This is an optimization exercise on Yosys and OpenROAD, whose aim is small area, a short achievable clock period and few clock cycles, not a production implementation. Function was checked by simulation only, so behaviour that the tests miss may differ from the original. Power is estimated from default activity; no workload was simulated.

**flow/config.mk**
```make
export PLATFORM = sky130hd
export DESIGN_NAME = rcu_tile_coder
export DESIGN_NICKNAME = rcu_tile_coder
export VERILOG_FILES = /design/flow/design.v
export SDC_FILE = /design/flow/constraint.sdc
export NUM_CORES = 4
export LEC_CHECK = 0
export CAP_MARGIN = 20
export CORE_MARGIN = 2
export CORE_UTILIZATION = 40
export CTS_CLUSTER_DIAMETER = 60
export CTS_CLUSTER_SIZE = 40
export PLACE_DENSITY = 0.6
export SLEW_MARGIN = 20
```
**flow/constraint.sdc**
```tcl
create_clock -name core_clock -period 20.0 [get_ports {clk}]
set_input_delay 4.0000 -clock core_clock [delete_from_list [all_inputs] [get_ports {clk}]]
set_output_delay 4.0000 -clock core_clock [all_outputs]
set_load 0.01 [all_outputs]
```
**flow/design.v**
```verilog
module rcu_tile_coder (
    input  wire        clk,
    input  wire        rst_n,
    input  wire        cfg_valid,
    output wire        cfg_ready,
    input  wire [5:0]  cfg_tw,
    input  wire [5:0]  cfg_th,
    input  wire        cfg_p2,
    input  wire        in_valid,
    output wire        in_ready,
    input  wire [24:0] in_data,
    output wire        out_valid,
    input  wire        out_ready,
    output wire [31:0] out_data,
    output wire        out_last,
    output wire [15:0] out_nbits
);
    integer n;
    reg        ca_v, cp_v;
    reg [5:0]  ca_tw, ca_th, cp_tw, cp_th;
    reg        ca_p2, cp_p2;
    reg        ca_tw1, cp_tw1;       
    reg rst_q;
    always @(posedge clk)
        rst_q <= rst_n;
    assign cfg_ready = ~cp_v;
    wire cfg_fire = cfg_valid & ~cp_v;
    reg  stall;
    wire stall_n;
    wire adv = ~stall;
    reg        v0;
    reg [24:0] x0;
    reg        in_rdy;       
    assign in_ready = in_rdy;
    wire in_fire = in_valid & in_rdy;
    wire s0_take = adv | ~v0;
    wire v0_n    = s0_take ? in_fire : v0;
    reg [4:0]  ci, cj;
    reg [5:0]  wp, rp;
    reg [7:0]  rph, rpl;     
    wire [6:0] len7   = ca_p2 ? {ca_tw, 1'b0} : {1'b0, ca_tw};      
    wire       top0   = ca_p2 ? (ci[4:1] == 4'd0) : (ci == 5'd0);
    wire       left0  = ca_p2 ? (cj[4:1] == 4'd0) : (cj == 5'd0);
    wire [6:0] jp     = {2'b0, cj} + (ca_p2 ? 7'd2 : 7'd1);
    wire       runok0 = (jp < {1'b0, ca_tw});
    wire       lcol0  = ({1'b0, cj} == ca_tw - 6'd1);
    wire       lrow0  = ({1'b0, ci} == ca_th - 6'd1);
    wire       tlast0 = lcol0 & lrow0;
    wire [1:0] ctx0   = ca_p2 ? {ci[0], cj[0]} : 2'b00;
    wire       tw1    = ca_tw1;
    wire [6:0] wpx    = {1'b0, wp} + 7'd1;
    wire [5:0] wp_nx  = (wpx == len7) ? 6'd0 : wpx[5:0];
    wire [6:0] rpx    = {1'b0, rp} + 7'd1;
    wire [5:0] rp_nx  = (rpx == len7) ? 6'd0 : rpx[5:0];
    wire [5:0] rp_cp  = cp_tw1 ? 6'd0 : (cp_p2 ? 6'd2 : 6'd1);
    wire go0 = adv & v0;             
    always @(posedge clk) begin
        if (!rst_q) begin
            v0     <= 1'b0;
            in_rdy <= 1'b1;
        end else begin
            v0     <= v0_n;
            in_rdy <= ~(stall_n & v0_n);
        end
        if (!rst_n)
            in_rdy <= 1'b0;
        if (s0_take)
            x0 <= in_data;
    end
    always @(posedge clk) begin
        if (!rst_q) begin
            ca_v <= 1'b0;
            cp_v <= 1'b0;
            ci   <= 5'd0;
            cj   <= 5'd0;
            wp   <= 6'd0;
        end else begin
            if (cfg_fire) begin
                cp_v   <= 1'b1;
                cp_tw  <= cfg_tw;
                cp_th  <= cfg_th;
                cp_p2  <= cfg_p2;
                cp_tw1 <= (cfg_tw == 6'd1);
            end
            if (!ca_v || (go0 && tlast0)) begin
                ca_v   <= cp_v;
                ca_tw  <= cp_tw;
                ca_th  <= cp_th;
                ca_p2  <= cp_p2;
                ca_tw1 <= cp_tw1;
                rp     <= rp_cp;
                rph    <= 8'd1;
                rpl    <= 8'd1 << rp_cp[2:0];
                if (cp_v)
                    cp_v <= 1'b0;
            end else if (go0) begin
                rp  <= rp_nx;
                rph <= 8'd1 << rp_nx[5:3];
                rpl <= 8'd1 << rp_nx[2:0];
            end
            if (go0) begin
                if (tlast0) begin
                    ci <= 5'd0;
                    cj <= 5'd0;
                    wp <= 6'd0;
                end else begin
                    wp <= wp_nx;
                    if (lcol0) begin
                        cj <= 5'd0;
                        ci <= ci + 5'd1;
                    end else begin
                        cj <= cj + 5'd1;
                    end
                end
            end
        end
        if (!rst_n)
            cp_v <= 1'b1;
    end
    reg [24:0] lb [0:63];
    always @(posedge clk) begin
        for (n = 0; n < 64; n = n + 1)
            if (wp == n)         
                lb[n] <= x0;
    end
    reg [24:0] rd0;
    always @(*) begin
        rd0 = 25'd0;
        for (n = 0; n < 64; n = n + 1)
            if (rph[n >> 3] && rpl[n & 7])
                rd0 = rd0 | lb[n];
    end
    wire [24:0] d0 = tw1 ? x0 : rd0;
    reg [24:0] ha1, ha2, hd1, hd2, hd3, hd4;
    always @(posedge clk) begin
        if (go0) begin
            ha1 <= x0;
            ha2 <= ca_p2 ? ha1 : x0;
            hd1 <= d0;
            hd2 <= ca_p2 ? hd1 : d0;
            hd3 <= hd2;
            hd4 <= ca_p2 ? hd3 : hd2;
        end
    end
    wire signed [24:0] a = ha2;
    wire signed [24:0] b = hd2;
    wire signed [24:0] c = hd4;
    wire signed [24:0] d = d0;
    wire signed [24:0] s = x0;
    wire lt_ab = a < b;
    wire lt_ca = c < a;
    wire lt_cb = c < b;
    wire eq_ab = (a == b);
    wire eq_ac = (a == c);
    wire eq_bc = (b == c);
    wire c_ge_mx = lt_ab ? ~lt_cb : ~lt_ca;                      
    wire c_le_mn = lt_ab ? (lt_ca | eq_ac) : (lt_cb | eq_bc);    
    wire [24:0] grad = a + b - c;                
    reg [24:0] pred0;
    always @(*) begin
        if (top0 && left0)
            pred0 = 25'd0;
        else if (top0)
            pred0 = a;
        else if (left0)
            pred0 = b;
        else if (c_ge_mx)
            pred0 = lt_ab ? a : b;
        else if (c_le_mn)
            pred0 = lt_ab ? b : a;
        else
            pred0 = grad;
    end
    wire rs0  = ~top0 & ~left0 & runok0 & eq_ab & eq_bc & (c == d);
    wire eqa0 = (s == a);
    reg        v1;
    reg [24:0] pred1;
    wire [24:0] s1 = ha1;    
    reg        rs1, eqa1, lcol1, tlast1;
    reg [1:0]  ctx1;
    always @(posedge clk) begin
        if (!rst_q)
            v1 <= 1'b0;
        else if (adv)
            v1 <= v0;
        if (adv) begin
            pred1  <= pred0;
            rs1    <= rs0;
            eqa1   <= eqa0;
            lcol1  <= lcol0;
            tlast1 <= tlast0;
            ctx1   <= ctx0;
        end
    end
    wire [25:0] e1 = {s1[24], s1} - {pred1[24], pred1};
    wire [25:0] m1 = {e1[24:0], 1'b0} ^ {26{e1[25]}};      
    reg        run_act;
    reg [5:0]  run_len;
    wire go1       = adv & v1;
    wire in_run    = run_act | rs1;
    wire run_hit   = in_run & eqa1;
    wire run_end   = in_run & (~run_hit | lcol1);
    wire run_go    = in_run & run_hit & ~lcol1;
    wire [5:0] run_r = run_hit ? run_len + 6'd1 : run_len;
    always @(posedge clk) begin
        if (!rst_q) begin
            run_act <= 1'b0;
            run_len <= 6'd0;
        end else if (go1) begin
            run_act <= run_go;
            run_len <= run_go ? run_r : 6'd0;
        end
    end
    wire [24:0] u1   = m1[25:1];                           
    wire        clp1 = (|u1[24:16]) | (m1[0] & (&u1[15:0]));
    wire [15:0] ue1  = clp1 ? 16'hFFFF : u1[15:0];
    wire        uc1  = m1[0] & ~clp1;
    reg        v2;
    reg [25:0] m2;
    reg [24:0] s2;
    reg [15:0] ue2;
    reg        uc2;
    reg [1:0]  ctx2;
    reg        tlast2, hc2, he2;
    reg [5:0]  w2;
    always @(posedge clk) begin
        if (!rst_q)
            v2 <= 1'b0;
        else if (adv)
            v2 <= v1;
        if (adv) begin
            m2     <= m1;
            s2     <= s1;
            ue2    <= ue1;
            uc2    <= uc1;
            ctx2   <= ctx1;
            tlast2 <= tlast1;
            hc2    <= ~run_hit;
            he2    <= run_end;
            w2     <= run_r + 6'd4;
        end
    end
    reg [22:0] cam1 [0:3];
    reg [5:0]  cn   [0:3];
    reg  [22:0] ar;
    reg  [5:0]  nr;
    wire [22:0] asum = ar + {7'd0, ue2} + {22'd0, uc2};
    wire        halve = (nr == 6'd63);
    wire [22:0] anew = halve ? {1'b0, asum[22:1]} : asum;
    wire [5:0]  nnew = halve ? 6'd32 : nr + 6'd1;
    always @(posedge clk) begin
        if (!rst_q) begin
            for (n = 0; n < 4; n = n + 1) begin
                cam1[n] <= 23'd3;
                cn[n]   <= 6'd1;
            end
        end else if (adv && v2) begin
            if (tlast2) begin
                for (n = 0; n < 4; n = n + 1) begin
                    cam1[n] <= 23'd3;
                    cn[n]   <= 6'd1;
                end
            end else if (hc2) begin
                cam1[ctx2] <= anew;
                cn[ctx2]   <= nnew;
            end
        end
    end
    wire        byp = v2 & (tlast2 | (hc2 & (ctx2 == ctx1)));
    always @(posedge clk) begin
        if (adv) begin
            ar <= byp ? (tlast2 ? 23'd3 : anew) : cam1[ctx1];
            nr <= byp ? (tlast2 ? 6'd1 : nnew) : cn[ctx1];
        end
    end
    reg [23:0] tk;
    always @(*) begin
        for (n = 0; n < 24; n = n + 1)
            tk[n] = ((ar >> n) >= {17'd0, nr});
    end
    wire [24:0] koh = {tk, 1'b1} & ~{1'b0, tk};    
    reg  [4:0]  k2, q2;
    reg         esc2;
    wire [29:0] m2p = {4'd0, m2};
    always @(*) begin
        k2 = 5'd0;
        q2 = 5'd0;
        esc2 = 1'b0;
        for (n = 0; n < 25; n = n + 1)
            if (koh[n]) begin
                k2   = k2 | n[4:0];
                q2   = q2 | m2p[n +: 5];
                esc2 = esc2 | ((m2 >> n) >= 26'd24);
            end
    end
    reg        vc;
    reg [25:0] pmc;       
    reg [4:0]  kc, qc;
    reg        escc, tlastc, hcc, hec;
    reg [5:0]  wc;
    always @(posedge clk) begin
        if (!rst_q)
            vc <= 1'b0;
        else if (adv)
            vc <= v2;
        if (adv) begin
            pmc    <= esc2 ? {1'b0, s2} : m2;
            kc     <= k2;
            qc     <= q2;
            escc   <= esc2;
            tlastc <= tlast2;
            hcc    <= hc2;
            hec    <= he2;
            wc     <= w2;
        end
    end
    wire [5:0] qk     = {1'b0, qc} + {1'b0, kc};
    wire [5:0] lc     = escc ? 6'd49 : qk + 6'd1;
    wire [6:0] lsc    = escc ? 7'd31 : 7'd79 - {1'b0, qk};
    wire       bigc   = escc | (qk >= 6'd32);
    wire [3:0] eglenc = wc[5] ? 4'd9 : wc[4] ? 4'd7 : wc[3] ? 4'd5 : 4'd3;
    wire [4:0] kkc = escc ? 5'd25 : kc;
    reg [48:0] codec;
    always @(*) begin
        for (n = 0; n < 49; n = n + 1) begin
            if (n < 25 && n < kkc)
                codec[n] = pmc[n < 25 ? n : 0];
            else
                codec[n] = (n < lc) && !(n == kc && !escc);
        end
    end
    reg        v3;
    reg [48:0] code3;
    reg [5:0]  l3;
    reg [3:0]  el3;       
    reg [6:0]  ls3, els3;  
    reg        tlast3, hc3, he3, big3;
    reg [5:0]  w3;
    always @(posedge clk) begin
        if (!rst_q) begin
            v3  <= 1'b0;
            he3 <= 1'b0;
            l3  <= 6'd1;
            el3 <= 4'd3;
            ls3 <= 7'd79;
            els3 <= 7'd77;
        end else if (adv) begin
            v3 <= vc;
            if (vc) begin
                he3 <= hec;
                l3  <= lc;
                el3 <= eglenc;
                ls3 <= lsc;
                els3 <= 7'd80 - {3'd0, eglenc};
            end
        end
        if (adv && vc) begin
            code3  <= codec;
            big3   <= bigc;
            tlast3 <= tlastc;
            hc3    <= hcc;
            w3     <= wc;
        end
    end
    reg        eg_done;
    reg [47:0] acc;       
    reg [5:0]  fill;
    reg        flushing;
    reg [15:0] nb;        
    reg        lastp;     
    reg        out_v, sk_v;
    reg [31:0] out_d, sk_d;
    reg        out_l, sk_l;
    wire        egp   = he3 & ~eg_done;
    wire [5:0]  plen  = egp ? {2'd0, el3} : l3;
    wire [48:0] piece = egp ? {43'd0, w3} : code3;
    wire        hasp  = v3 & (he3 | hc3);
    wire        finp  = egp ? ~hc3 : 1'b1;           
    wire        tfin  = tlast3 & finp;               
    wire [6:0]  tot_e = {1'b0, fill} + {3'b0, el3};
    wire [6:0]  tot_c = {1'b0, fill} + {1'b0, l3};
    wire [6:0]  tot   = egp ? tot_e : tot_c;
    wire        room  = ~sk_v;
    wire        accept = hasp & ~flushing & room & ~lastp & (~fill[5] | egp | ~big3);
    wire        drain  = ~accept & room & (flushing | fill[5]);
    wire [6:0]  sa_e  = els3 - {1'b0, fill};
    wire [6:0]  sa_c  = ls3 - {1'b0, fill};
    wire [6:0]  sa    = egp ? sa_e : sa_c;
    wire [79:0] shp   = {31'd0, piece & {49{accept}}} << sa;
    wire [79:0] win   = {acc, 32'd0} | shp;
    wire [6:0]  teff  = accept ? tot : {1'b0, fill};
    wire        ge32  = (teff >= 7'd32);
    wire        emit  = accept ? (ge32 | tfin) : drain;
    wire        wlast = accept ? (tfin & ~(teff > 7'd32)) : (flushing & ~(teff > 7'd32));
    wire [15:0] nbsum = nb + {10'd0, plen};
    wire [31:0] word  = win[79:48];
    wire [6:0]  tsub  = teff - 7'd32;
    wire        ld3       = adv & vc;
    wire        v3_n      = adv ? vc : v3;
    wire        he3_n     = ld3 ? hec : he3;
    wire        hc3_n     = ld3 ? hcc : hc3;
    wire        big3_n    = ld3 ? bigc : big3;
    wire        eg_done_n = accept ? (egp & hc3) : eg_done;
    wire [5:0]  fill_n    = emit ? (ge32 ? tsub[5:0] : 6'd0) : teff[5:0];
    wire        flush_n   = (accept && tfin && teff > 7'd32) ? 1'b1 :
                            (emit && wlast) ? 1'b0 : flushing;
    wire        sk_v_n    = (!out_v || out_ready) ? 1'b0 : (emit ? 1'b1 : sk_v);
    wire        egp_n     = he3_n & ~eg_done_n;
    wire        hasp_n    = v3_n & (he3_n | hc3_n);
    wire        ltake     = out_v & out_ready & out_l;     
    wire        lastp_n   = (emit & wlast) | (lastp & ~ltake);
    assign stall_n = hasp_n & (flush_n | sk_v_n | lastp_n | (fill_n[5] & ~egp_n & big3_n) | (egp_n & hc3_n));
    always @(posedge clk) begin
        if (!rst_q)
            stall <= 1'b0;
        else
            stall <= stall_n;
    end
    always @(posedge clk) begin
        if (!rst_q) begin
            eg_done  <= 1'b0;
            acc      <= 48'd0;
            fill     <= 6'd0;
            flushing <= 1'b0;
            nb       <= 16'd0;
            lastp    <= 1'b0;
        end else begin
            lastp <= lastp_n;
            if (accept)
                eg_done <= egp & hc3;
            if (emit) begin
                acc  <= win[47:0];
                fill <= ge32 ? tsub[5:0] : 6'd0;
            end else begin
                acc  <= win[79:32];
                fill <= teff[5:0];
            end
            if (accept && tfin && teff > 7'd32)
                flushing <= 1'b1;
            else if (emit && wlast)
                flushing <= 1'b0;
            if (ltake)
                nb <= 16'd0;
            else if (accept)
                nb <= nbsum;
        end
    end
    always @(posedge clk) begin
        if (!rst_q) begin
            out_v <= 1'b0;
            sk_v  <= 1'b0;
        end else if (!out_v || out_ready) begin
            out_v <= sk_v | emit;
            sk_v  <= 1'b0;
        end else if (emit) begin
            sk_v  <= 1'b1;
        end
        if (!rst_n)
            out_v <= 1'b0;
        if (!out_v || out_ready) begin
            out_d  <= sk_v ? sk_d  : word;
            out_l  <= sk_v ? sk_l  : wlast;
        end else if (!sk_v) begin
            sk_d  <= word;
            sk_l  <= wlast;
        end
    end
    assign out_valid = out_v;
    assign out_data  = out_d;
    assign out_last  = out_l;
    assign out_nbits = nb;
endmodule
```
**flow/run.sh**
```bash
#!/bin/bash
# synth_recipe.tcl (not shown) runs the flow's synth.tcl, then flattens the netlist and writes it again
# the make line also repeats each setting of config.mk as NAME=value (left out here)
make -C /OpenROAD-flow-scripts/flow DESIGN_CONFIG=/design/flow/config.mk WORK_HOME=/design/flow/orfs CLKGATE_MAP_FILE= SYNTH_SCRIPT=/design/flow/synth_recipe.tcl finish
```
==> summary.txt, run 1 <==
Timing
  • Slew Viols, Final: 0
  • RSZ-0062 raised after global routing: no
  • Final Setup Violations: 0
  • Final Hold Vio Count: 0
  • TNS Setup: 0 ns
  • Tmin final: 5.94 ns
  • Worst hold margin: around 0.42 ns
  • Slew headroom: 0.147
  • Fmax: 168 MHz
  • Setup Skew: approximately 0.14 ns
  • Worst setup margin: about 14 ns
  • Slew @ Worst Pin: 1.27 ns
  • Final worst-path cycle share: 0.297

Finish
  • Finished Cell Area: approximately 120000 um^2
  • Area grow syn2layout: 11.9%
  • Commonest non-fill, non-tap cell in the layout: edfxtp_1
  • Most frequent cells in the layout: 2249 x edfxtp_1, 479 x nand2_1, 417 x nor2_1
  • Nets@finish: about 8000
  • Layout cells sized above 1: 0.109

GRT
  • Largest net degree at the start of global routing: 105
  • First-pass GRT wire length: between 500000 and 600000 um
  • Initial antenna violation count: 16
  • Vias in the first global route: 69560
  • GRT overflow: 0
  • All-Layer GR Usage: 0.283

Power
  • Leak: 0.0399 uW
  • Sw Ratio: 0.274
  • Clock network power share: 0.365
  • Total power: 10500 uW
  • PwrDens: 88.3 nW/um^2
  • Peak supply drop: 108 uV
  • Internal Power: 7610 uW
  • Register share of total power: 0.535
  • NetSw: around 2900 uW
  • Combinational Power Share: 0.100

Clock tree
  • Clk root buf: clkbuf_16
  • Clock transition at path regs: about 0.08 ns
  • Clock latency (worst-skew pair): approximately 0.95 ns
  • Hold-fix buffers, CTS: 0
  • Sink Count: 2378
  • CTS Buffer Depth: 3
  • Post-CTS setup buffer count: 0
  • Max H-tree Level: 4
  • Num CTS Buffers: roughly 170
  • Post-cts gate resize count: 0
  • CTS tree: built

Floorplan
  • Std-Cell Rows: between 150 and 200
  • Ports: 95
  • Initial Utilization: 0.401
  • Core box area: 264000 um^2
  • Die Span X: between 500 and 600 um
  • Die H: a little over 500 um
  • Die area: about 270000 um^2

Placement
  • PortBufs: 94
  • Post-DP HPWL: around 240000 um
  • Global placer's final weighted congestion: approximately 0.92
  • Placed Area: between 100000 and 150000 um^2
  • Pre-CTS setup slack: approximately 14 ns

Worst setup path
  • Crit-path max FO: 1
  • WP buf/inv: 1
  • Top delay family on crit path: buffers and inverters
  • CP Data Required Time: between 15 and 20 ns
  • Crit path from: out_d[6]$_DFFE_PP_
  • Delay of the slowest cell on the worst path: between 0.5 and 0.6 ns
  • Flop2flop setup slack: roughly 14 ns
  • RR Startpoint: rph[4]$_SDFFCE_PP0P_
  • CP Cell Sequence: clkdlybuf4s50_1
  • CP max stage cell: clkdlybuf4s50_1
  • Crit end category: output pin
  • CP Launch Type: flop
  • Worst Path Arrival: between 1.5 and 2 ns
  • Setup CP Type: flop to output pin

Logic synthesis
  • Mean Syn Cell Area: 13.7 um^2
  • Synth warnings: 2
  • Cell area after synthesis: 106000 um^2
  • Synthesized flop and latch total: about 2400
  • Top FF cell, synth: edfxtp_1
  • Async SR Flop Fraction: 0
  • Syn_nets: a little over 8000
  • Number of synthesized flops with an enable pin: between 2000 and 2500
  • Post-synthesis sequential area ratio: 0.661
  • Unique masters post-synth: 90
  • Gate Count Post-Synth: 7712

Route
  • Initial DRC count: approximately 12000
  • Post-Route WL: ~400000 um
  • Via density: roughly 6.5
  • Wirelength per Cell: ~34 um
  • Vias: 74248
  • Detail Route Antenna Nets: 0
  • TritonRoute pass-1 iters: 9
  • Drt drc: 0

Min path
  • Hold crit path type: flop to flop
  • Hold path startpoint: w2[0]$_DFFE_PN_

Run
  • Max-cap violations: 0

Run status
  • Run status: finished clean
[area by class of cell]
class / instances / area [um^2]
Clock buffer: 171 / 4190
Sequential cell: 2378 / 70100
Tap cell: 3533 / 4420
Inverter: 279 / 1060
Multi-Input combinational cell: 4600 / 33800
Timing Repair Buffer: 373 / 3090
Fill cell: 23491 / 146000
Antenna cell: 10 / 25.0
Clock inverter: 141 / 1990
[sequential cells by signal (all words and copies together), names as in the netlist, 23 cells and up, named ones only]
signal,count
cn,24
cam1,92
ha2,25
acc,48
hd4,25
ar,23
hd3,25
s2,25
pmc,25
ha1,25
hd2,25
code3,49
x0,25
lb,1600
hd1,25
out_d,32
pred1,25
m2,26
sk_d,32
[through the flow]
stage | cells | utilization
floorplan | 7712 | -
finish | 11485 | 0.449
CTS | 11471 | 0.449
global placement | 11158 | 0.425
global route | 11476 | 0.449
detailed placement | 11159 | 0.425
[path summary, 6_finish.rpt]
path                                   endpoint  depth (start not counted)
worst min-delay path            wc[0]$_DFFE_PN_                          0
worst min register to register  wc[0]$_DFFE_PN_                          0
worst max register to register    rs1$_DFFE_PN_                         12
worst max-delay path                out_data[6]                          1
[cells in the mapped netlist, types with 34 or more instances]
cell      number  share of area
nand3_1      123         0.0058
a21o_1        75         0.0053
a22oi_1      376          0.027
a211oi_1      59         0.0042
o21ai_0      287          0.014
xnor2_1      113         0.0093
nand2b_1      46         0.0027
o21a_1        41         0.0029
a221oi_1     131          0.011
nand4_1      114         0.0067
o22ai_1       84         0.0050
clkbuf_1     364          0.013
a222oi_1     117          0.011
o211ai_1      54         0.0038
nand2_1      484          0.017
mux2_2        67         0.0071
nor3_1        94         0.0044
mux4_2        62          0.013
a21oi_1      334          0.016
dfxtp_1      129          0.024
or3_1         34         0.0020
inv_1        274         0.0097
a31oi_1       42         0.0025
and2_1        72         0.0042
edfxtp_1    2249           0.64
nor2_1       482          0.017
nor2b_1       51         0.0030
mux2i_1       83         0.0078
a22o_1       204          0.017
ha_1         313          0.037
buf_1         86         0.0030
nor4_1        40         0.0024
xor2_1        93         0.0077
[cell families after synthesis]
family          share of synthesized area
compound gates                      0.145
fa+ha+maj                          0.0432
buf+inv                            0.0264
flops                               0.661
simple gates                       0.0766
mux                                0.0308
xor+xnor                           0.0170
[layer usage]
metal | wire length (um) | up-vias | GRT usage
met5 | 165 | - | 0.00338
met4 | 20900 | 8 | 0.126
met3 | 49600 | 1000 | 0.0721
met2 | 176000 | 5170 | 0.440
met1 | 145000 | 37402 | 0.374
li1 | - | 30668 | -
[power by group through the flow]
stage / logic (uW) / registers, uW / clock network, uW
global route: 1100 / 5610 / 4030
finish: 1050 / 5600 / 3830
floorplan: 611 / 5680 / 0
detailed placement: 1010 / 5710 / 0
CTS: 1010 / 5600 / 3860
global placement: 995 / 5710 / 0
Testbench counts, summed over its fixed seeds: cycles 114,327.
==> run 2: changes to the inputs <==
--- a/flow/design.v
+++ b/flow/design.v
@@ -18,3 +18,5 @@
     integer n;
-    reg        ca_v, cp_v;
+    reg        ca_v;
+    reg        cp_rdy;       
+    wire       cp_v = ~cp_rdy;
     reg [5:0]  ca_tw, ca_th, cp_tw, cp_th;
@@ -25,4 +27,4 @@
         rst_q <= rst_n;
-    assign cfg_ready = ~cp_v;
-    wire cfg_fire = cfg_valid & ~cp_v;
+    assign cfg_ready = cp_rdy;
+    wire cfg_fire = cfg_valid & cp_rdy;
     reg  stall;
@@ -72,3 +74,3 @@
             ca_v <= 1'b0;
-            cp_v <= 1'b0;
+            cp_rdy <= 1'b1;
             ci   <= 5'd0;
@@ -78,3 +80,3 @@
             if (cfg_fire) begin
-                cp_v   <= 1'b1;
+                cp_rdy <= 1'b0;
                 cp_tw  <= cfg_tw;
@@ -94,3 +96,3 @@
                 if (cp_v)
-                    cp_v <= 1'b0;
+                    cp_rdy <= 1'b1;
             end else if (go0) begin
@@ -117,3 +119,3 @@
         if (!rst_n)
-            cp_v <= 1'b1;
+            cp_rdy <= 1'b0;
     end
@@ -373,3 +375,4 @@
     reg        out_l, sk_l;
-    wire        egp   = he3 & ~eg_done;
+    reg         egp_q;
+    wire        egp   = egp_q;                       
     wire [5:0]  plen  = egp ? {2'd0, el3} : l3;
@@ -426,3 +429,5 @@
             lastp    <= 1'b0;
+            egp_q    <= 1'b0;
         end else begin
+            egp_q <= egp_n;
             lastp <= lastp_n;
==> flow/flow/run.sh (new file) <==
#!/bin/bash
# The standard layout (standard.sh, unchanged synthesis and steps), with
# sky130_fd_sc_hd__buf_4 as the buffer that buffer_ports puts on every input
# and output port instead of the default cell. The make output goes to
# standard.log; each ORFS step keeps its own log under orfs/logs.
set -euo pipefail
bash standard.sh "BUFFER_PORTS_ARGS=-buffer_cell sky130_fd_sc_hd__buf_4" finish > standard.log 2>&1
==> flow/standard.sh (new file) <==
#!/bin/bash
# synth_recipe.tcl (not shown) runs the flow's synth.tcl, then flattens the netlist and writes it again
# the make line also repeats each setting of config.mk as NAME=value (left out here)
make -C /OpenROAD-flow-scripts/flow DESIGN_CONFIG=/design/flow/config.mk WORK_HOME=/design/flow/orfs CLKGATE_MAP_FILE= SYNTH_SCRIPT=/design/flow/synth_recipe.tcl "${@:-finish}"
--- a/flow/config.mk
+++ b/flow/config.mk
@@ -10,4 +10,2 @@
 export CORE_UTILIZATION = 40
-export CTS_CLUSTER_DIAMETER = 60
-export CTS_CLUSTER_SIZE = 40
 export PLACE_DENSITY = 0.6
removed: flow/run.sh
==> run 2 against run 1 <==
Compared with the run above: fmax grew 8.4%; sequential share of layout area shrank 0.50 points; register-to-register slack gained 0.17 ns; routed wire length shrank 0.27%; cell count grew 0.95%; clock skew shrank 0.029 ns; critical path depth is the same; synthesized area is essentially flat; critical path type unchanged; critical endpoint is now cfg_ready; largest cell class unchanged.
==> summary.txt, run 2 <==
Logic synthesis
  • Synth top cells by count: 2249 x edfxtp_1, 515 x nand2_1, 483 x nor2_1, 449 x a22oi_1, 360 x clkbuf_1 (was 2249 x edfxtp_1, 484 x nand2_1, 482 x nor2_1, 376 x a22oi_1, 364 x clkbuf_1)
  • Most common cell in the netlist: edfxtp_1 (unchanged)
  • Synth warnings: 2 (unchanged)
  • Syn_nets: 8142 (was 8100)
  • Post-synthesis sequential area ratio: 0.662 (was 0.661)
  • Post-synth top area cell: edfxtp_1 (unchanged)
  • Mean Syn Cell Area: 13.7 um^2 (about the same)
  • Share of the synthesized area in the top cell type: 0.637 (about the same)
  • Async SR Flop Fraction: 0 (unchanged)
  • Synthesized flop and latch total: 2379 (was 2378)
  • Gate Count Post-Synth: 7756 (was 7712)
  • Cell area after synthesis: 106000 um^2 (about the same)
  • Unique masters post-synth: 93 (was 90)
  • Top FF cell, synth: edfxtp_1 (unchanged)
  • Synth area leaders: edfxtp_1 64%, ha_1 3.7%, a22oi_1 3.2% (was edfxtp_1 64%, ha_1 3.7%, a22oi_1 2.7%)
  • Number of synthesized flops with an enable pin: 2249 (unchanged)

Timing
  • Tmin final: 5.48 ns (was 5.94 ns)
  • TNS Setup: 0 ns (unchanged)
  • Setup Skew: 0.108 ns (was 0.137 ns)
  • Worst setup margin: 14.52 ns (was 14.06 ns)
  • Final worst-path cycle share: 0.274 (was 0.297)
  • Slew @ Worst Pin: 1.23 ns (was 1.27 ns)
  • Final Setup Violations: 0 (unchanged)
  • Fmax: 183 MHz (was 168 MHz)
  • Final Hold Vio Count: 0 (unchanged)
  • RSZ-0062 raised after global routing: no (unchanged)
  • Slew Viols, Final: 0 (unchanged)
  • Slew headroom: 0.179 (was 0.147)

Finish
  • Reg with most FFs: lb (unchanged)
  • Fill count: 23366 (was 23491)
  • Biggest regs: lb: 1600 flops, cam1: 92 flops, code3: 49 flops (unchanged)
  • Max FFs per register: 1600 (unchanged)
  • Layout cells sized above 1: 0.120 (was 0.109)
  • Most frequent cells in the layout: 2249 x edfxtp_1, 509 x nand2_1, 449 x a22oi_1 (was 2249 x edfxtp_1, 479 x nand2_1, 417 x nor2_1)
  • Nets@finish: 8275 (was 8186)
  • Area grow syn2layout: 13.0% (was 11.9%)
  • Finished Cell Area: 120000 um^2 (was 119000 um^2)
  • Commonest non-fill, non-tap cell in the layout: edfxtp_1 (unchanged)

GRT
  • Largest net degree at the start of global routing: 150 (was 105)
  • Vias in the first global route: 70110 (was 69560)
  • Initial antenna violation count: 20 (was 16)
  • GRT overflow: 0 (unchanged)
  • All-Layer GR Usage: 0.281 (was 0.283)
  • First-pass GRT wire length: 542000 um (was 544000 um)

Power
  • PwrDens: 93.9 nW/um^2 (was 88.3 nW/um^2)
  • Total power: 11200 uW (was 10500 uW)
  • Peak supply drop: 80.3 uV (was 108 uV)
  • Leak: 0.0409 uW (was 0.0399 uW)

Worst setup path
  • WP buf/inv: 1 (unchanged)
  • Worst Path Arrival: 1.48 ns (was 1.94 ns)
  • CP max stage cell: dfxtp_1 (was clkdlybuf4s50_1)
  • Top delay family on crit path: flip-flops (was buffers and inverters)
  • Flop2flop setup slack: 14.54 ns (was 14.37 ns)
  • Crit path from: cp_rdy$_SDFF_PN0_ (was out_d[6]$_DFFE_PP_)
  • CP Data Required Time: 16.00 ns (about the same)
  • CP Launch Type: flop (unchanged)
  • RR Startpoint: rph[4]$_SDFFCE_PP0P_ (unchanged)
  • Crit-path max FO: 4 (was 1)
  • Crit end category: output pin (unchanged)
  • Setup CP Type: flop to output pin (unchanged)
  • CP Cell Sequence: buf_4 (was clkdlybuf4s50_1)
  • Delay of the slowest cell on the worst path: 0.37 ns (was 0.59 ns)

Min path
  • Hold crit path type: flop to flop (unchanged)
  • Hold path startpoint: cp_th[4]$_DFFE_PP_ (was w2[0]$_DFFE_PN_)

Run
  • Max-cap violations: 0 (unchanged)

Clock tree
  • Post-cts gate resize count: 0 (unchanged)
  • Clk root buf: clkbuf_16 (unchanged)
  • Clock transition at path regs: 0.06 ns (was 0.08 ns)
  • Post-CTS setup buffer count: 0 (unchanged)
  • Clock latency (worst-skew pair): 0.95 ns (about the same)
  • Sink Count: 2379 (was 2378)
  • Max H-tree Level: 4 (unchanged)
  • Num CTS Buffers: 247 (was 166)
  • Hold-fix buffers, CTS: 0 (unchanged)
  • CTS Buffer Depth: 4 (was 3)
  • CTS tree: built (unchanged)

Route
  • Wirelength per Cell: 33.7 um (was 34.1 um)
  • Drt drc: 0 (unchanged)
  • Post-Route WL: 391000 um (was 392000 um)
  • Detail Route Antenna Nets: 0 (unchanged)
  • Initial DRC count: 12289 (was 12105)
  • TritonRoute pass-1 iters: 9 (unchanged)
  • Via density: 6.39 (was 6.46)
  • Vias: 74049 (was 74248)

Run status
  • Run status: finished clean (unchanged)

Placement
  • Global placer's final weighted congestion: 0.907 (was 0.915)
  • Pre-CTS setup slack: 14.20 ns (was 13.89 ns)
  • Post-DP HPWL: 235000 um (was 242000 um)
  • PortBufs: 94 (unchanged)
  • Placed Area: 112000 um^2 (about the same)

Floorplan
  • Die H: 519 um (about the same)
  • Die area: 269000 um^2 (about the same)
  • Die Span X: 519 um (about the same)
  • Ports: 95 (unchanged)
  • Core box area: 263000 um^2 (was 264000 um^2)
  • Initial Utilization: 0.403 (was 0.401)
  • Std-Cell Rows: 188 (was 189)
## run 2: cell count changes after synthesis, moves of 22 or more
cell      change
a22oi_1      +73
a22o_1       -51
o22ai_1      +35
nand2_1      +31
nand3_1      +30
mux2i_1      +29
a221oi_1     -22
## run 2: routing by layer
layer	up-vias	routed length, um	GRT usage	part of all wire
met5	-	27	0	0.000069
met3	1151	45600	0.0612	0.12
met1	37042	142000	0.360	0.36
li1	30742	-	-	-
met4	4	24500	0.144	0.063
met2	5110	179000	0.449	0.46
## run 2: area by class of cell
type	instances	area, um^2	area share
inverter	290	1100	0.00920
clock inverter	127	1340	0.0112
sequential	2379	70100	0.586
multi-input combinational	4633	33600	0.281
tap	3515	4400	0.0367
antenna	5	12.5	0.000104
timing repair buffer	338	2640	0.0220
clock buffer	307	6480	0.0541
## run 2: cell families (layout without fill, tap and decap cells)
group	after synthesis	in the layout	share of synthesized area
mux	266	266	0.0343
xor+xnor	214	214	0.0177
flops	2379	2379	0.662
simple gates	1750	1750	0.0784
other cells	0	5	0
buf+inv	744	1062	0.0270
compound gates	2059	2059	0.138
fa+ha+maj	344	344	0.0429
## run 2: where the power goes
group          switching, uW  leakage (uW)  internal, uW
registers                101        0.0220          5520
clock network           1970       0.00379          2620
logic                    705        0.0152           323
total                   2780        0.0409          8460
## run 2: final timing paths
path,to,cells after the start
max,cfg_ready,1
min,ca_th[4]$_DFFE_PP_,0
max reg2reg,rs1$_DFFE_PN_,11
min reg2reg,ca_th[4]$_DFFE_PP_,0
## run 2: per-stage QoR
step	util	hold slack, ns	std cells
2_1_floorplan	-	0.400	7756
3_3_place_gp	0.425	0.406	11155
3_5_place_dp	0.425	0.405	11155
4_1_cts	0.455	0.420	11589
5_1_grt	0.455	0.427	11590
6_report	0.455	0.419	11594
Testbench counts of run 2, summed over its fixed seeds: cycles 114,327.
==> run 3: changes to the inputs <==
--- a/flow/design.v
+++ b/flow/design.v
@@ -175,3 +175,3 @@
     end
-    wire rs0  = ~top0 & ~left0 & runok0 & eq_ab & eq_bc & (c == d);
+    wire rs0  = ~top0 & ~left0 & runok0 & eq_ab & eq_bc;
     wire eqa0 = (s == a);
@@ -201,3 +201,3 @@
     wire go1       = adv & v1;
-    wire in_run    = run_act | rs1;
+    wire in_run    = run_act | (rs1 & (hd1 == hd3));
     wire run_hit   = in_run & eqa1;
==> run 3 against run 2 <==
Compared with the run above: still clean; global-route usage up 1.7 points; first-iteration DRC count down 2.4%; critical path depth is the same; utilization up 0.24 points; sequential power hardly changed; hold slack got worse by 0.0023 ns; synthesized area fell by 0.66%; routed wire length up 4.5%; power grew 2.0%; largest cell class unchanged.
==> summary.txt, run 3 <==
Run status
  • Run status: finished clean (unchanged)

Timing
  • Setup Skew: 0.0792 ns (was 0.108 ns)
  • Final Hold Vio Count: 0 (unchanged)
  • Final worst-path cycle share: 0.283 (was 0.274)
  • Slew @ Worst Pin: 1.30 ns (was 1.23 ns)
  • Slew Viols, Final: 0 (unchanged)
  • TNS Setup: 0 ns (unchanged)
  • RSZ-0062 raised after global routing: no (unchanged)
  • Slew headroom: 0.123 (was 0.179)
  • Fmax: 177 MHz (was 183 MHz)
  • Final Setup Violations: 0 (unchanged)
  • Tmin final: 5.66 ns (was 5.48 ns)

Placement
  • Post-DP HPWL: 251000 um (was 235000 um)
  • Global placer's final weighted congestion: 0.952 (was 0.907)
  • Placed Area: 111000 um^2 (was 112000 um^2)
  • PortBufs: 94 (unchanged)

Clock tree
  • CTS tree: built (unchanged)
  • Clock transition at path regs: 0.05 ns (was 0.06 ns)
  • Max H-tree Level: 5 (was 4)
  • Clock latency (worst-skew pair): 0.97 ns (was 0.95 ns)
  • CTS Buffer Depth: 4 (unchanged)
  • Post-cts gate resize count: 0 (unchanged)
  • Sink Count: 2379 (unchanged)
  • Clk root buf: clkbuf_16 (unchanged)
  • Hold-fix buffers, CTS: 0 (unchanged)
  • Num CTS Buffers: 274 (was 247)
  • Post-CTS setup buffer count: 0 (unchanged)

GRT
  • Vias in the first global route: 69364 (was 70110)
  • GRT overflow: 0 (unchanged)
  • First-pass GRT wire length: 557000 um (was 542000 um)
  • Largest net degree at the start of global routing: 87 (was 150)
  • Initial antenna violation count: 19 (was 20)
  • All-Layer GR Usage: 0.299 (was 0.281)

Logic synthesis
  • Synthesized flop and latch total: 2379 (unchanged)
  • Synth area leaders: edfxtp_1 64%, ha_1 3.7%, a22oi_1 3.6% (was edfxtp_1 64%, ha_1 3.7%, a22oi_1 3.2%)
  • Unique masters post-synth: 97 (was 93)
  • Async SR Flop Fraction: 0 (unchanged)
  • Share of the synthesized area in the top cell type: 0.641 (was 0.637)
  • Synth top cells by count: 2249 x edfxtp_1, 500 x a22oi_1, 465 x nor2_1, 446 x nand2_1, 381 x clkbuf_1 (was 2249 x edfxtp_1, 515 x nand2_1, 483 x nor2_1, 449 x a22oi_1, 360 x clkbuf_1)
  • Top FF cell, synth: edfxtp_1 (unchanged)
  • Post-synthesis sequential area ratio: 0.666 (was 0.662)
  • Synth warnings: 2 (unchanged)
  • Gate Count Post-Synth: 7608 (was 7756)
  • Syn_nets: 7994 (was 8142)
  • Cell area after synthesis: 105000 um^2 (was 106000 um^2)
  • Mean Syn Cell Area: 13.8 um^2 (was 13.7 um^2)
  • Number of synthesized flops with an enable pin: 2249 (unchanged)
  • Post-synth top area cell: edfxtp_1 (unchanged)
  • Most common cell in the netlist: edfxtp_1 (unchanged)

Power
  • Peak supply drop: 110 uV (was 80.3 uV)
  • Internal Power: 8690 uW (was 8460 uW)
  • Register share of total power: 0.490 (was 0.500)
  • Sw Ratio: 0.242 (was 0.247)
  • Clock network power share: 0.426 (was 0.408)
  • Combinational Power Share: 0.085 (was 0.091)
  • PwrDens: 95.6 nW/um^2 (was 93.9 nW/um^2)
  • NetSw: 2780 uW (about the same)
  • Leak: 0.0411 uW (was 0.0409 uW)

Finish
  • Max FFs per register: 1600 (unchanged)
  • Layout cells sized above 1: 0.133 (was 0.120)
  • Commonest non-fill, non-tap cell in the layout: edfxtp_1 (unchanged)
  • Biggest regs: lb: 1600 flops, cam1: 92 flops, code3: 49 flops (unchanged)
  • Fin util: 0.458 (was 0.455)
  • Finished Cell Area: 120000 um^2 (about the same)
  • Reg with most FFs: lb (unchanged)
  • Most frequent cells in the layout: 2249 x edfxtp_1, 500 x a22oi_1, 441 x nand2_1 (was 2249 x edfxtp_1, 509 x nand2_1, 449 x a22oi_1)
  • Nets@finish: 8184 (was 8275)
  • Area grow syn2layout: 13.9% (was 13.0%)

Route
  • Post-Route WL: 409000 um (was 391000 um)
  • Detail Route Antenna Nets: 0 (unchanged)
  • Via density: 6.44 (was 6.39)
  • Wirelength per Cell: 35.5 um (was 33.7 um)
  • Vias: 74106 (was 74049)
  • TritonRoute pass-1 iters: 9 (unchanged)
  • Drt drc: 0 (unchanged)
  • Initial DRC count: 11997 (was 12289)

Worst setup path
  • Crit end category: output pin (unchanged)
  • Delay of the slowest cell on the worst path: 0.54 ns (was 0.37 ns)
  • CP max stage cell: dfxtp_1 (unchanged)
  • Crit-path max FO: 4 (unchanged)
  • CP Launch Type: flop (unchanged)
  • CP Cell Sequence: buf_4 (unchanged)
  • Top delay family on crit path: flip-flops (unchanged)
  • Worst Path Arrival: 1.66 ns (was 1.48 ns)
  • Setup CP Type: flop to output pin (unchanged)
  • WP buf/inv: 1 (unchanged)
  • CP Data Required Time: 16.00 ns (about the same)

Floorplan
  • Die area: 267000 um^2 (was 269000 um^2)
  • Die Span X: 517 um (was 519 um)
  • Ports: 95 (unchanged)
  • Initial Utilization: 0.402 (was 0.403)
  • Die H: 517 um (was 519 um)
  • Std-Cell Rows: 188 (unchanged)
  • Core box area: 262000 um^2 (was 263000 um^2)

Run
  • Max-cap violations: 0 (unchanged)

Min path
  • Hold crit path type: flop to flop (unchanged)
## run 3: changes by cell type in the layout (fill, tap and decap cells not counted), sizes merged, moves of 55 or more
cell    before  now
a21oi      354  299
a221oi     109  186
a222oi     106   51
nand2      515  446
o22ai      119   17
## run 3: path summary, 6_finish.rpt
check	from	slack, ns	cells after the start	endpoint
setup / recovery	cp_rdy$_SDFF_PN0_	14.34	1	cfg_ready
hold / removal	cp_th[3]$_DFFE_PP_	0.42	0	ca_th[3]$_DFFE_PP_
setup reg to reg	egp_q$_SDFF_PN0_	14.35	13	out_d[24]$_DFFE_PP_
hold reg to reg	cp_th[3]$_DFFE_PP_	0.42	0	ca_th[3]$_DFFE_PP_
## run 3: per-layer routing
metal / vias to the layer above / part of all wire / GRT usage
li1: 30314 / - / -
met1: 37203 / 0.36 / 0.374
met2: 5296 / 0.45 / 0.466
met3: 1275 / 0.12 / 0.0826
met4: 18 / 0.069 / 0.169
met5: - / 0.00028 / 0
## run 3: cells by family (layout without fill, tap and decap cells)
| group | Yosys count | in the layout | share of synthesized area |
|---|---|---|---|
| fa+ha+maj | 346 | 346 | 0.0433 |
| flops | 2379 | 2379 | 0.666 |
| compound gates | 1902 | 1902 | 0.129 |
| mux | 283 | 283 | 0.0362 |
| simple gates | 1777 | 1777 | 0.0822 |
| xor+xnor | 209 | 209 | 0.0174 |
| other cells | 0 | 10 | 0 |
| buf+inv | 712 | 1088 | 0.0257 |
## run 3: area by class of cell
class / count / area (um^2)
fill: 23160 / 142000
sequential: 2379 / 70100
inverter: 286 / 1090
multi-input combinational: 4517 / 33200
antenna: 10 / 25.0
tap: 3515 / 4400
clock buffer: 336 / 7210
clock inverter: 126 / 1270
timing repair buffer: 340 / 2570
## run 3: power groups by stage
stage                     Sequential (uW)  Combinational [uW]  Clock (uW)
after floorplan                      5680                 570           0
after detailed placement             5720                 933           0
after global placement               5710                 922           0
final                                5610                 970        4880
after global routing                 5620                1020        5080
after CTS                            5610                 938        4900
## run 3: stage by stage
| stage | worst slack (ns) | std cells | hold slack [ns] | total power, uW |
|---|---|---|---|---|
| after floorplan | 11.44 | 7608 | 0.400 | 6250 |
| after global placement | 13.93 | 11034 | 0.400 | 6640 |
| after detailed placement | 13.98 | 11035 | 0.405 | 6650 |
| after CTS | 14.35 | 11497 | 0.418 | 11400 |
| after global routing | 14.08 | 11500 | 0.415 | 11700 |
| final | 14.34 | 11509 | 0.416 | 11500 |
Testbench counts of run 3, summed over its fixed seeds: cycles 114,327.
==> run 4: changes to the inputs <==
--- a/flow/config.mk
+++ b/flow/config.mk
@@ -9,4 +9,4 @@
 export CORE_MARGIN = 2
-export CORE_UTILIZATION = 40
-export PLACE_DENSITY = 0.6
+export CORE_UTILIZATION = 55
+export PLACE_DENSITY = 0.72
 export SLEW_MARGIN = 20
==> run 4 against run 3 <==
Compared with the run above: highest routed layer unchanged; utilization rose by 16 points; largest power group unchanged; still clean on timing, DRC and antenna; setup slack improved by 0.21 ns; critical path type unchanged; cell count fell by 9.1%; register-to-register slack improved by 0.26 ns; power fell by 3.2%.
==> summary.txt, run 4 <==
Clock tree
  • Sink Count: 2379 (unchanged)
  • Post-CTS setup buffer count: 0 (unchanged)
  • Clock latency (worst-skew pair): 0.94 ns (was 0.97 ns)
  • Num CTS Buffers: 231 (was 274)
  • Max H-tree Level: 4 (was 5)
  • Hold-fix buffers, CTS: 0 (unchanged)
  • Post-cts gate resize count: 0 (unchanged)
  • CTS Buffer Depth: 3 (was 4)
  • Clk root buf: clkbuf_16 (unchanged)
  • CTS tree: built (unchanged)
  • Clock transition at path regs: 0.06 ns (was 0.05 ns)

Logic synthesis
  • Post-synth top area cell: edfxtp_1 (unchanged)
  • Most common cell in the netlist: edfxtp_1 (unchanged)
  • Synth area leaders: edfxtp_1 64%, ha_1 3.7%, a22oi_1 3.6% (unchanged)
  • Number of synthesized flops with an enable pin: 2249 (unchanged)
  • Synth warnings: 2 (unchanged)
  • Share of the synthesized area in the top cell type: 0.641 (unchanged)
  • Gate Count Post-Synth: 7608 (unchanged)
  • Top FF cell, synth: edfxtp_1 (unchanged)
  • Unique masters post-synth: 97 (unchanged)
  • Synth top cells by count: 2249 x edfxtp_1, 500 x a22oi_1, 465 x nor2_1, 446 x nand2_1, 381 x clkbuf_1 (unchanged)
  • Post-synthesis sequential area ratio: 0.666 (unchanged)
  • Cell area after synthesis: 105000 um^2 (unchanged)
  • Synthesized flop and latch total: 2379 (unchanged)
  • Syn_nets: 7994 (unchanged)
  • Mean Syn Cell Area: 13.8 um^2 (unchanged)
  • Async SR Flop Fraction: 0 (unchanged)

Run
  • Max-cap violations: 0 (unchanged)

Timing
  • Final Hold Vio Count: 0 (unchanged)
  • Worst hold margin: 0.416 ns (about the same)
  • Tmin final: 5.45 ns (was 5.66 ns)
  • RSZ-0062 raised after global routing: no (unchanged)
  • Final Setup Violations: 0 (unchanged)
  • Slew Viols, Final: 0 (unchanged)
  • Slew @ Worst Pin: 1.25 ns (was 1.30 ns)
  • Slew headroom: 0.163 (was 0.123)
  • Final worst-path cycle share: 0.272 (was 0.283)
  • TNS Setup: 0 ns (unchanged)
  • Fmax: 184 MHz (was 177 MHz)
  • Setup Skew: 0.115 ns (was 0.0792 ns)

Route
  • Drt drc: 0 (unchanged)
  • TritonRoute pass-1 iters: 7 (was 9)
  • Wirelength per Cell: 36.3 um (was 35.5 um)
  • Post-Route WL: 380000 um (was 409000 um)
  • Vias: 74649 (was 74106)
  • Via density: 7.13 (was 6.44)
  • Detail Route Antenna Nets: 0 (unchanged)
  • Initial DRC count: 13464 (was 11997)

Floorplan
  • Die H: 442 um (was 517 um)
  • Die area: 195000 um^2 (was 267000 um^2)
  • Std-Cell Rows: 160 (was 188)
  • Die Span X: 442 um (was 517 um)
  • Ports: 95 (unchanged)
  • Core box area: 190000 um^2 (was 262000 um^2)
  • Initial Utilization: 0.554 (was 0.402)

Finish
  • Most frequent cells in the layout: 2249 x edfxtp_1, 500 x a22oi_1, 441 x nand2_1 (unchanged)
  • Commonest non-fill, non-tap cell in the layout: edfxtp_1 (unchanged)
  • Fill count: 13985 (was 23160)
  • Layout cells sized above 1: 0.128 (was 0.133)
  • Max FFs per register: 1600 (unchanged)
  • Biggest regs: lb: 1600 flops, cam1: 92 flops, code3: 49 flops (unchanged)
  • Nets@finish: 8126 (was 8184)
  • Area grow syn2layout: 12.0% (was 13.9%)
  • Reg with most FFs: lb (unchanged)

GRT
  • Initial antenna violation count: 18 (was 19)
  • Vias in the first global route: 69303 (was 69364)
  • GRT overflow: 0 (unchanged)
  • All-Layer GR Usage: 0.383 (was 0.299)
  • First-pass GRT wire length: 522000 um (was 557000 um)
  • Largest net degree at the start of global routing: 104 (was 87)

Worst setup path
  • CP Data Required Time: 16.00 ns (about the same)
  • CP Cell Sequence: buf_4 (unchanged)
  • Levels on crit path: 1 (unchanged)
  • Setup CP Type: flop to output pin (unchanged)
  • RR Startpoint: egp_q$_SDFF_PN0_ (unchanged)
  • Crit-path max FO: 4 (unchanged)
  • Worst Path Arrival: 1.45 ns (was 1.66 ns)
  • Crit end category: output pin (unchanged)
  • CP Launch Type: flop (unchanged)
  • CP max stage cell: dfxtp_1 (unchanged)
  • Crit path from: cp_rdy$_SDFF_PN0_ (unchanged)
  • R2r worst-path depth: 13 (unchanged)
  • Delay of the slowest cell on the worst path: 0.43 ns (was 0.54 ns)
  • WP buf/inv: 1 (unchanged)
  • Top delay family on crit path: flip-flops (unchanged)

Placement
  • PortBufs: 94 (unchanged)
  • Post-DP HPWL: 227000 um (was 251000 um)
  • Global placer's final weighted congestion: 0.946 (was 0.952)

Run status
  • Run status: finished clean (unchanged)

Min path
  • Hold crit path type: flop to flop (unchanged)
  • Hold Crit Depth: 0 (unchanged)
  • Hold path startpoint: tlastc$_DFFE_PN_ (was cp_th[3]$_DFFE_PP_)

Power
  • Peak supply drop: 89.6 uV (was 110 uV)
  • Leak: 0.0407 uW (was 0.0411 uW)
  • PwrDens: 94.1 nW/um^2 (was 95.6 nW/um^2)
[run 4: through the flow]
stage          utilization  area (um^2)  power (uW)  cells  setup WS [ns]
2_1_floorplan            -       105000        6250   7608          11.44
3_3_place_gp         0.578       110000        6620  10014          13.88
3_5_place_dp         0.578       110000        6640  10015          13.84
4_1_cts              0.619       118000       11000  10452          14.52
5_1_grt              0.620       118000       11300  10456          14.39
6_report             0.620       118000       11100  10467          14.55
[run 4: cells by family (layout without fill, tap and decap cells)]
family	Yosys count	in the layout	synth area share
flip-flops	2379	2379	0.666
AO/OA/AOI/OAI	1902	1902	0.129
AND/OR/NAND/NOR	1777	1777	0.0822
buffers and inverters	712	1048	0.0257
adder cells (fa/ha/maj)	346	346	0.0433
multiplexers	283	283	0.0362
XOR/XNOR	209	209	0.0174
other	0	12	0
[run 4: worst paths after layout]
kind | endpoint | slack, ns
hold / removal | tlast3$_DFFE_PP_ | 0.42
setup / recovery | cfg_ready | 14.55
setup reg to reg | sk_d[24]$_DFFE_PN_ | 14.61
hold reg to reg | tlast3$_DFFE_PP_ | 0.42
[run 4: final cells by class]
| type | instances | area (um^2) | share of cell area |
|---|---|---|---|
| diodes | 12 | 30.0 | 0.000255 |
| repair buffers | 325 | 2440 | 0.0207 |
| clock buffers | 272 | 5960 | 0.0506 |
| clock inverters | 165 | 1890 | 0.0161 |
| inverters | 286 | 1090 | 0.00921 |
| well taps | 2511 | 3140 | 0.0267 |
| flip-flops and latches | 2379 | 70100 | 0.595 |
| multi-input cells | 4517 | 33200 | 0.282 |
[run 4: power breakdown]
group,leakage (uW),internal [uW],switching (uW)
Clock,0.00378,2530,1980
Combinational,0.0150,303,669
Sequential,0.0219,5520,95.8
Total,0.0407,8350,2750
[run 4: layer usage]
layer,wire length [um],global-route usage,share of wire,up-vias
li1,-,-,-,30218
met1,125000,0.474,0.33,36177
met2,166000,0.577,0.44,6432
met3,57400,0.132,0.15,1806
met4,30900,0.244,0.081,16
met5,217,0.00489,0.00057,-
==> run 5: changes to the inputs <==
--- a/flow/design.v
+++ b/flow/design.v
@@ -175,3 +175,3 @@
     end
-    wire rs0  = ~top0 & ~left0 & runok0 & eq_ab & eq_bc;
+    wire rs0  = ~top0 & ~left0 & runok0 & eq_ab & eq_bc & (c == d);
     wire eqa0 = (s == a);
@@ -201,3 +201,3 @@
     wire go1       = adv & v1;
-    wire in_run    = run_act | (rs1 & (hd1 == hd3));
+    wire in_run    = run_act | rs1;
     wire run_hit   = in_run & eqa1;
@@ -215,6 +215,2 @@
     end
-    wire [24:0] u1   = m1[25:1];                           
-    wire        clp1 = (|u1[24:16]) | (m1[0] & (&u1[15:0]));
-    wire [15:0] ue1  = clp1 ? 16'hFFFF : u1[15:0];
-    wire        uc1  = m1[0] & ~clp1;
     reg        v2;
@@ -222,4 +218,2 @@
     reg [24:0] s2;
-    reg [15:0] ue2;
-    reg        uc2;
     reg [1:0]  ctx2;
@@ -235,4 +229,2 @@
             s2     <= s1;
-            ue2    <= ue1;
-            uc2    <= uc1;
             ctx2   <= ctx1;
@@ -244,2 +236,6 @@
     end
+    wire [24:0] u2   = m2[25:1];                           
+    wire        clp2 = (|u2[24:16]) | (m2[0] & (&u2[15:0]));
+    wire [15:0] ue2  = clp2 ? 16'hFFFF : u2[15:0];
+    wire        uc2  = m2[0] & ~clp2;
     reg [22:0] cam1 [0:3];
--- a/flow/config.mk
+++ b/flow/config.mk
@@ -9,4 +9,6 @@
 export CORE_MARGIN = 2
-export CORE_UTILIZATION = 55
-export PLACE_DENSITY = 0.72
+export CORE_UTILIZATION = 40
+export CTS_CLUSTER_DIAMETER = 60
+export CTS_CLUSTER_SIZE = 30
+export PLACE_DENSITY = 0.6
 export SLEW_MARGIN = 20
==> run 5 against run 4 <==
Compared with the run above: first-iteration DRC count fell by 12%; fmax is 1.5% lower; clock-buffer cell count shrank 98; flip-flop and latch count is 17 lower; critical endpoint is now rs1$_DFFE_PN_; register-to-register slack lost 0.14 ns; global-route usage is 9.6 points lower; combinational power increased by 12%; power decreased by 5.0%; utilization decreased by 17 points.
==> summary.txt, run 5 <==
Run status
  • Run status: finished clean (unchanged)

Logic synthesis
  • Post-synth top area cell: edfxtp_1 (unchanged)
  • Post-synthesis sequential area ratio: 0.659 (was 0.666)
  • Gate Count Post-Synth: 7703 (was 7608)
  • Synth top cells by count: 2232 x edfxtp_1, 472 x a22oi_1, 453 x nand2_1, 420 x nor2_1, 342 x clkbuf_1 (was 2249 x edfxtp_1, 500 x a22oi_1, 465 x nor2_1, 446 x nand2_1, 381 x clkbuf_1)
  • Synthesized flop and latch total: 2362 (was 2379)
  • Syn_nets: 8091 (was 7994)
  • Mean Syn Cell Area: 13.7 um^2 (was 13.8 um^2)
  • Most common cell in the netlist: edfxtp_1 (unchanged)
  • Synth area leaders: edfxtp_1 63%, ha_1 3.7%, a22oi_1 3.4% (was edfxtp_1 64%, ha_1 3.7%, a22oi_1 3.6%)
  • Top FF cell, synth: edfxtp_1 (unchanged)
  • Cell area after synthesis: 106000 um^2 (was 105000 um^2)
  • Unique masters post-synth: 107 (was 97)
  • Synth warnings: 2 (unchanged)
  • Share of the synthesized area in the top cell type: 0.634 (was 0.641)
  • Async SR Flop Fraction: 0 (unchanged)
  • Number of synthesized flops with an enable pin: 2232 (was 2249)

Power
  • PwrDens: 89.3 nW/um^2 (was 94.1 nW/um^2)
  • Leak: 0.0405 uW (was 0.0407 uW)
  • Peak supply drop: 109 uV (was 89.6 uV)

Timing
  • Slew @ Worst Pin: 1.20 ns (was 1.25 ns)
  • TNS Setup: 0 ns (unchanged)
  • Final worst-path cycle share: 0.276 (was 0.272)
  • Slew headroom: 0.199 (was 0.163)
  • Tmin final: 5.53 ns (was 5.45 ns)
  • Setup Skew: 0.122 ns (was 0.115 ns)
  • Fmax: 181 MHz (was 184 MHz)
  • Final Hold Vio Count: 0 (unchanged)
  • Worst setup margin: 14.47 ns (was 14.55 ns)
  • Slew Viols, Final: 0 (unchanged)
  • Final Setup Violations: 0 (unchanged)
  • RSZ-0062 raised after global routing: no (unchanged)

Placement
  • Pre-CTS setup slack: 14.46 ns (was 13.84 ns)
  • Post-DP HPWL: 245000 um (was 227000 um)
  • Placed Area: 112000 um^2 (was 110000 um^2)
  • PortBufs: 94 (unchanged)
  • Global placer's final weighted congestion: 0.950 (was 0.946)

Route
  • Vias: 73983 (was 74649)
  • TritonRoute pass-1 iters: 8 (was 7)
  • Drt drc: 0 (unchanged)
  • Detail Route Antenna Nets: 0 (unchanged)
  • Post-Route WL: 397000 um (was 380000 um)
  • Via density: 6.46 (was 7.13)
  • Initial DRC count: 11908 (was 13464)
  • Wirelength per Cell: 34.7 um (was 36.3 um)

GRT
  • Gr busiest metal: met2 (unchanged)
  • Initial antenna violation count: 12 (was 18)
  • Largest net degree at the start of global routing: 81 (was 104)
  • All-Layer GR Usage: 0.287 (was 0.383)
  • Met3 Use GR: 0.0664 (was 0.132)
  • Met1 GRT Util: 0.362 (was 0.474)
  • Met2 Track Usage GR: 0.459 (was 0.577)
  • First-pass GRT wire length: 551000 um (was 522000 um)
  • Vias in the first global route: 70221 (was 69303)
  • GRT overflow: 0 (unchanged)

Clock tree
  • Post-CTS setup buffer count: 0 (unchanged)
  • Num CTS Buffers: 168 (was 231)
  • Post-cts gate resize count: 0 (unchanged)
  • Clock transition at path regs: 0.10 ns (was 0.06 ns)
  • Sink Count: 2362 (was 2379)
  • CTS tree: built (unchanged)
  • Clk root buf: clkbuf_16 (unchanged)
  • Max H-tree Level: 4 (unchanged)
  • Clock latency (worst-skew pair): 0.95 ns (was 0.94 ns)
  • CTS Buffer Depth: 4 (was 3)
  • Hold-fix buffers, CTS: 0 (unchanged)

Finish
  • Most frequent cells in the layout: 2232 x edfxtp_1, 472 x a22oi_1, 448 x nand2_1 (was 2249 x edfxtp_1, 500 x a22oi_1, 441 x nand2_1)
  • Area grow syn2layout: 11.5% (was 12.0%)
  • Layout cells sized above 1: 0.123 (was 0.128)
  • Biggest regs: lb: 1600 flops, cam1: 92 flops, code3: 49 flops (unchanged)
  • Commonest non-fill, non-tap cell in the layout: edfxtp_1 (unchanged)
  • Max FFs per register: 1600 (unchanged)
  • Finished Cell Area: 118000 um^2 (about the same)
  • Fill count: 23387 (was 13985)
  • Reg with most FFs: lb (unchanged)
  • Nets@finish: 8186 (was 8126)

Floorplan
  • Initial Utilization: 0.403 (was 0.554)
  • Die H: 518 um (was 442 um)
  • Die Span X: 518 um (was 442 um)
  • Ports: 95 (unchanged)
  • Std-Cell Rows: 188 (was 160)
  • Die area: 268000 um^2 (was 195000 um^2)
  • Core box area: 263000 um^2 (was 190000 um^2)

Worst setup path
  • Crit-path max FO: 11 (was 4)
  • Setup CP Type: flop to flop (was flop to output pin)
  • CP Launch Type: flop (unchanged)
  • Crit end category: flop (was output pin)
  • CP Data Required Time: 20.71 ns (was 16.00 ns)
  • Worst Path Arrival: 6.23 ns (was 1.45 ns)

Run
  • Max-cap violations: 0 (unchanged)

Min path
  • Hold crit path type: flop to flop (unchanged)
==> run 5: cell types whose count changed after synthesis, moves of 28 or more <==
cell / delta
a221oi_1: -81
a22oi_1: -28
clkbuf_1: -39
nand4_1: -34
a222oi_1: +38
nor2_1: -45
o22ai_1: +72
nor4_1: -37
==> run 5: path summary, 6_finish.rpt <==
| check | from | endpoint | slack (ns) | depth (start not counted) |
|---|---|---|---|---|
| setup / recovery | rpl[3]$_SDFFCE_PP0P_ | rs1$_DFFE_PN_ | 14.47 | 11 |
| setup reg to reg | rpl[3]$_SDFFCE_PP0P_ | rs1$_DFFE_PN_ | 14.47 | 11 |
| hold reg to reg | wc[0]$_DFFE_PN_ | w3[0]$_DFFE_PP_ | 0.42 | 0 |
| hold / removal | wc[0]$_DFFE_PN_ | w3[0]$_DFFE_PP_ | 0.42 | 0 |
==> run 5: through the flow <==
step	hold WS [ns]	total power, uW	util	instances
after global placement	0.401	6740	0.426	11142
after CTS	0.422	10500	0.449	11439
after global routing	0.424	10800	0.449	11439
after detailed placement	0.405	6750	0.426	11143
after floorplan	0.400	6290	-	7703
final	0.420	10500	0.449	11453
==> run 5: final cells by class <==
class	count	area [um^2]	share of cell area
Antenna cell	14	35.0	0.000297
Multi-Input combinational cell	4590	33700	0.286
Sequential cell	2362	69600	0.591
Clock buffer	174	4300	0.0365
Timing Repair Buffer	369	2840	0.0240
Tap cell	3515	4400	0.0373
Clock inverter	122	1820	0.0154
Inverter	307	1160	0.00986
==> run 5: cells by family (layout without fill, tap and decap cells) <==
logic type               Yosys count  after routing  share of synthesized area
multiplexers                     280            280                     0.0346
flip-flops                      2362           2362                      0.659
other                              0             14                          0
AND/OR/NAND/NOR                 1698           1698                     0.0780
AO/OA/AOI/OAI                   2050           2050                      0.139
adder cells (fa/ha/maj)          347            347                     0.0433
buffers and inverters            751            972                     0.0287
XOR/XNOR                         215            215                     0.0178
==> run 5: worst max-delay path, stage by stage (launching register included) <==
cell and delay [ns]:
edfxtp_1 0.77, and2_1 0.50, buf_4 0.34, a2111oi_0 0.89, nand3_1 0.14, or4_1 0.66
o32ai_2 0.72, xnor2_1 0.13, nor4_1 0.43, nand2_1 0.07, or4_1 0.48, nor4_2 0.16
==> run 5: layer usage <==
layer  up-vias  share of wire
met5         -        0.00011
met1     37169           0.36
met4         6          0.066
met2      5167           0.46
li1      30443              -
met3      1198           0.12
==> run 5: power breakdown <==
part	switching [uW]	total, uW	internal [uW]
Combinational	753	1090	338
Sequential	102	5580	5480
Clock	2070	3860	1800
Total	2920	10500	7610
Testbench counts of run 5, summed over its fixed seeds: cycles 114,327.

## separate check: timing with driven ports
How much do the figures lean on ideal ports? The routed layouts below were timed once more, with nothing changed but the port constraints.
Step 1, drivers: a clkbuf_16 drives clk and a buf_2 each remaining input, both assumed.
Step 2 adds t to the input delays and takes it off the output delays; t is the mean of the earliest and latest rising clock arrival at the registers after step 1. Input paths then give back, and output paths get back, about the clock's delay inside the block.
Three values: no drivers, after step 1, after step 2; two values: the first two.
| run | t, ns | slack for setup (ns) | worst setup path after step 2 | latest minus earliest clock arrival (ns) | worst data-port slew with drivers (ns) |
|---|---|---|---|---|---|
| run 1 | 0.970 | 14.061 / 13.963 / 13.913 | input to register | 0.151 / 0.151 | 0.06 |
| run 2 | 0.994 | 14.521 / 14.424 / 14.219 | input to register | 0.117 / 0.117 | 0.15 |
| run 3 | 1.030 | 14.340 / 14.247 / 13.964 | input to register | 0.099 / 0.099 | 0.20 |
| run 4 | 0.985 | 14.554 / 14.462 / 13.794 | input to register | 0.132 / 0.132 | 0.06 |
| run 5 | 0.983 | 14.473 / 14.396 / 14.435 | input to register | 0.131 / 0.131 | 0.06 |
After both steps setup and hold are still met in every run listed. For run 4, which loses most, drivers alone change the setup slack by -0.092 ns; drivers and shift together by -0.760 ns.
